This design comes from an exercise in tuning for small area, a short achievable clock period and few clock cycles per item on the open sky130 flow, not from production work. In this exercise RTL edits were held to simulation tests only and were not proved equivalent to the original.

## flow/design.v (module list and top-level ports; edited modules follow where they fit)
// module jet_sample: 29511 lines
module jet_sample (
    input  wire        clk,
    input  wire        rst,
    input  wire        in_valid,
    output wire        in_ready,
    input  wire [39:0] tap0,
    input  wire [39:0] tap1,
    input  wire [39:0] tap2,
    input  wire [39:0] tap3,
    input  wire [7:0]  fx,
    input  wire [7:0]  fy,
    input  wire [3:0]  outside,       
    input  wire        edge_clamp,    
    input  wire [1:0]  matrix,        
    input  wire        range_full,    
    input  wire [1:0]  alpha_mode,    
    input  wire        occ_opaque,    
    input  wire [10:0] plane_alpha,   
    output reg         out_valid,
    output reg  [9:0]  r_code,
    output reg  [9:0]  g_code,
    output reg  [9:0]  b_code,
    output reg  [19:0] alpha_p        
);
  // ...
==> flow/flow/run.sh <==
#!/bin/bash
# Layout flow: the standard layout (standard.sh) with these changes.
#  - Yosys's synth runs with -noabc, so full adders are extracted from the
#    RTL's own adder structure before any ABC pass (fewer inverters); the
#    registers and the rest of synthesis are as in the standard flow.
#  - repair_timing aims for 21 ns of setup slack on the design's 28 ns
#    clock, i.e. it works on every path longer than 7 ns.
#  - every input and output port still gets its own buffer, but a
#    sky130_fd_sc_hd__buf_1 instead of a delay buffer; repair resizes the
#    ones on critical paths.
#  - pin placement constraints (flow/io.tcl): inputs on the left edge,
#    outputs on the right edge, clock in the middle of the bottom edge.
# The clock period, SDC and every other setting are the design's.
set -euo pipefail
bash standard.sh SYNTH_ARGS=-noabc SETUP_SLACK_MARGIN=21 \
  "BUFFER_PORTS_ARGS=-buffer_cell sky130_fd_sc_hd__buf_1" \
  "IO_CONSTRAINTS=$PWD/flow/io.tcl" finish > standard.log 2>&1
==> flow/flow/io.tcl <==
# Pin placement: the design is a pipeline, so its data inputs go on the left
# edge and its outputs on the right edge, with the clock in the middle of the
# bottom edge, where the clock tree can reach every register in fewer steps.
set data_in {}
set data_out {}
foreach p [get_ports *] {
  set n [get_name $p]
  if { $n == "clk" } { continue }
  if { [get_property $p direction] == "input" } {
    lappend data_in $n
  } else {
    lappend data_out $n
  }
}
set_io_pin_constraint -pin_names {clk} -region bottom:230-245
set_io_pin_constraint -pin_names $data_in -region left:*
set_io_pin_constraint -pin_names $data_out -region right:*
==> flow/standard.sh <==
#!/bin/bash
# synth_recipe.tcl (not shown) runs the flow's synth.tcl, then flattens the netlist and writes it again
# the make line also repeats each setting of config.mk as NAME=value (left out here)
make -C /OpenROAD-flow-scripts/flow DESIGN_CONFIG=/design/flow/config.mk WORK_HOME=/design/flow/orfs CLKGATE_MAP_FILE= SYNTH_SCRIPT=/design/flow/synth_recipe.tcl "${@:-finish}"
==> flow/config.mk <==
export PLATFORM = sky130hd
export DESIGN_NAME = jet_sample
export DESIGN_NICKNAME = jet_sample
export VERILOG_FILES = /design/flow/design.v
export SDC_FILE = /design/flow/constraint.sdc
export NUM_CORES = 4
export LEC_CHECK = 0
export ABC_AREA = 1
export CAP_MARGIN = 20
export CORE_MARGIN = 2
export CORE_UTILIZATION = 50
export SLEW_MARGIN = 20
==> flow/constraint.sdc <==
create_clock -name core_clock -period 28.0 [get_ports {clk}]
set_input_delay 5.6000 -clock core_clock [delete_from_list [all_inputs] [get_ports {clk}]]
set_output_delay 5.6000 -clock core_clock [all_outputs]
set_load 0.01 [all_outputs]
==> metrics.cfg, run 1 <==
[outcome]
outcome=timing/DRC/antenna clean

[cts]
cts_buffers=83
cts_tree=yes
cts_hold_buf=0
cts_setup_buffers=5

[cells_and_area]
areaGrowthSynthToFinish_pct=8.58
final-clk-cell-share=0.0268
final_nets=13100
instances_no_fill=13100
utilization=0.545
seq_cells=724
top_regs=dg_3 (54), py_3 (41)
drive_gt1_frac=0.0762

[route]
drt_first_pass_iters=7
route.detailed.drc=0
ant_nets=0
wl_met3_mm=32.3

[sta]
hold-worst-slack_ns=0.300
rsz0062_at_grt=yes
finalSetupViolations=0
period_minus_slack_ns=6.94

[setup_path]
crit_chain=buf_1
reg2reg_depth=24
setup.worst_path.start_class=register
r2r_end=g_code[2]
endpoint_kind=output pin

[worst_hold_path]
hp-class=register to register
min_from=cbb[14]

[synthesis]
synth_fa_ha_area_frac=0.445
synth_cell_type_count=60
ys_warn_count=1
ys_top_cells_by_area=fa_1 (35%), dfxtp_1 (15%), xor2_1 (14%)
synth_flop_cell=dfxtp_1
synthCells=10400
synth_edf_count=0
synth_top_family_by_area=adder cells

[global_route]
use_met2=0.494
grt-busiest-layer=met2
antenna_found_initial=16

[floorplanning]
rows=163
coreArea_um2=197000

Testbench counts, summed over its fixed seeds: cycles 16,040, samples 16,000.
==> run 2, diff against run 1 <==
--- a/flow/flow/run.sh
+++ b/flow/flow/run.sh
@@ -11,7 +11,10 @@
 #  - pin placement constraints (flow/io.tcl): inputs on the left edge,
 #    outputs on the right edge, clock in the middle of the bottom edge.
+#  - clock tree synthesis with the standard arguments but no dummy loads.
 # The clock period, SDC and every other setting are the design's.
 set -euo pipefail
 bash standard.sh SYNTH_ARGS=-noabc SETUP_SLACK_MARGIN=21 \
   "BUFFER_PORTS_ARGS=-buffer_cell sky130_fd_sc_hd__buf_1" \
-  "IO_CONSTRAINTS=$PWD/flow/io.tcl" finish > standard.log 2>&1
+  "IO_CONSTRAINTS=$PWD/flow/io.tcl" \
+  "CTS_ARGS=-sink_clustering_enable -repair_clock_nets -dont_use_dummy_load" \
+  finish > standard.log 2>&1
==> run 2 against run 1 <==
Still clean on timing, DRC and antenna. Hold slack got worse by 0.0021 ns. Non-clock buffer count fell by 7. Setup slack got worse by 0.027 ns. Sequential cell count did not move. Register-to-register slack barely moved. Core utilization fell by 0.46 points. Critical endpoint is now g_code[1]. Highest routed layer unchanged.
==> metrics.cfg, run 2 <==
[outcome]
outcome=timing/DRC/antenna clean

[sta]
tightestPinTransition_ns=1.14
relSlewSlack=0.235
max_freq_mhz=144
finalSetupViolations=0  ; unchanged
period_minus_slack_ns=6.97  ; +0.0270 ns
tns_ns=0
slew_viol_final=0
hold_viol=0
hold-worst-slack_ns=0.298  ; -0.00209 ns
worst_clock_skew_ns=0.0726
min_period_over_period=0.249
rsz0062_at_grt=yes

[floorplanning]
dieArea_um2=201000
ioPinCount=253
coreArea_um2=197000  ; unchanged
start_util=0.502
rows=163  ; unchanged
die-height_um=448
fp.dieW_um=448

[setup_path]
worstPathMaxFanout=1
cp.arrival_ns=1.37
crit_chain=buf_1
setup.worst_path.start_class=register
worst_path_max_delay_cell=dfxtp_1
worst_path_largest_cell_delay_ns=0.48
endpoint_kind=output pin
cp_num_buf_inv=1
critPathRequiredTime_ns=22.40
crit_family=flip-flops
path_class=register to output pin

[global_route]
grt_max_degree=108
grt_pass1_wl_mm=495
antenna_found_initial=14  ; -2
overflow=0
grtUsageTotal=0.326
grt_pass1_vias=78500

[route]
ant_nets=0  ; unchanged
route.detailed.drc=0  ; unchanged
vias_per_cell=5.88
vias=76700
drt_first_pass_iters=6  ; -1
drt-initial-drc-count=7273
routed_wirelength_mm=329
wl_per_cell_um=25.3

[synthesis]
syn_avg_cell_area_um2=9.47
synth_seq_cells=724
ys_warn_count=1  ; unchanged
synthCells=10400  ; unchanged
synthTopCellsByCount=fa_1 (1,708), xor2_1 (1,616), inv_1 (1,189)
yosysMostFrequentCell=fa_1
synth_cell_type_count=60  ; unchanged
ys_top_cells_by_area=fa_1 (35%), dfxtp_1 (15%), xor2_1 (14%)
synth_area_um2=98800
synth_edf_count=0  ; unchanged
ys_async_sr_fraction=0
ys_seq_area_frac=0.147
synth_flop_cell=dfxtp_1
synth_top_cell_area_share=0.346
synth_top_cell_by_area=fa_1
synth.net_count=13100

[cells_and_area]
final_common_cell=fa_1
drive_gt1_frac=0.0684  ; -0.00783
areaGrowthSynthToFinish_pct=7.66
final_nets=13100  ; -0.053%
top_regs=dg_3 (54), py_3 (41)
fill_cells=18000
layout_common_cells=fa_1 (1,639), xor2_1 (1,578), inv_1 (1,176)
largest_register_ffs=54
regMostFlops=dg_3
final_cell_area_um2=106000

[cts]
clk-insertion-delay-late_ns=0.72
cts_hold_buf=0  ; unchanged
root_buffer=clkbuf_16
path_clk_slew_ns=0.07
cts_buffers=83  ; unchanged
cts_tree=yes
cts.sinks=724
clockBufferDepth=3
htreeDepth=3

[placement]
portBuffers=251
placed_area_um2=102000
place_congestion=1.06
post-dp-hpwl_mm=249

[worst_hold_path]
hp-class=register to register

[flow_run]
drv_cap=0

## run 2: cell type report
type | count | area, um^2 | area share
Multi-Input combinational cell | 7794 | 78200 | 0.735
Inverter | 1268 | 4910 | 0.0462
Timing Repair inverter | 1 | 7.51 | 0.0000706
Clock buffer | 83 | 2080 | 0.0195
Tap cell | 2640 | 3300 | 0.0311
Antenna cell | 3 | 7.51 | 0.0000706
Sequential cell | 724 | 14600 | 0.137
Timing Repair Buffer | 525 | 3300 | 0.0310
## run 2: path summary, 6_finish.rpt
check / from / end / slack (ns) / depth (start not counted)
hold / removal: cbb[12] / cbb_3[12] / 0.30 / 0
setup reg to reg: dg_3[17] / r_code[1] / 21.09 / 22
hold reg to reg: cbb[12] / cbb_3[12] / 0.30 / 0
setup / recovery: g_code[1] / g_code[1] / 21.03 / 1
## run 2: timing repair
action,4_1_cts,5_1_grt
setup buffers,5,106
endpoints found under the setup margin,37,50
gates cloned,0,2
hold endpoints to repair,0,0
pin swaps,10,79
gates resized for setup,102,259
## run 2: through the flow
stage / worst slack [ns] / std cells / util
finish: 21.03 / 13000 / 0.540
detailed placement: 20.01 / 12800 / 0.517
global placement: 20.12 / 12800 / 0.517
CTS: 21.01 / 12900 / 0.530
floorplan: 21.40 / 10400 / -
global route: 20.90 / 13000 / 0.540
## run 2: routing by layer
layer  track usage  part of all wire  vias to the layer above
li1              -                 -                    33600
met1         0.435              0.40                    38000
met2         0.491              0.43                     4137
met3        0.0667             0.095                      913
met4         0.192             0.073                        6
met5             0           0.00024                        -
## run 2: kinds of logic (layout without fill, tap and decap cells)
| kind of cell | after synthesis | in the layout | synth area share |
|---|---|---|---|
| adders and majority gates | 2488 | 2488 | 0.445 |
| buffers and inverters | 1913 | 1877 | 0.0733 |
| AOI/OAI and AO/OA | 1833 | 1833 | 0.111 |
| and+or+nand+nor | 1786 | 1786 | 0.0741 |
| xor gates and xnor gates | 1680 | 1680 | 0.150 |
| DFF | 724 | 724 | 0.147 |
| muxes | 6 | 6 | 0.000633 |
| other | 1 | 4 | 0.0000380 |

## re-timing with driven ports
How much do the figures lean on ideal ports? The routed layouts below were timed once more, with nothing changed but the port constraints. Step 1 (the two cells are an assumption about what drives the block):
set clk [get_ports {clk}]
set_driving_cell -lib_cell sky130_fd_sc_hd__clkbuf_16 $clk
set_driving_cell -lib_cell sky130_fd_sc_hd__buf_2 [delete_from_list [all_inputs] $clk]
Step 2 adds t to the input delays and takes it off the output delays; t is the mean of the earliest and latest rising clock arrival at the registers after step 1. Input paths then give back, and output paths get back, about the clock's delay inside the block. Slacks: ideal ports / drivers / drivers and shift; pairs: ideal ports / drivers.
run	t (ns)	setup WS [ns]	worst setup path after step 2	worst slew at a driven data input, ns
run 1	0.780	21.060 / 20.998 / 21.103	register to register	0.04
run 2	0.748	21.033 / 20.971 / 21.091	register to register	0.04
After both steps every run listed still meets setup and hold.
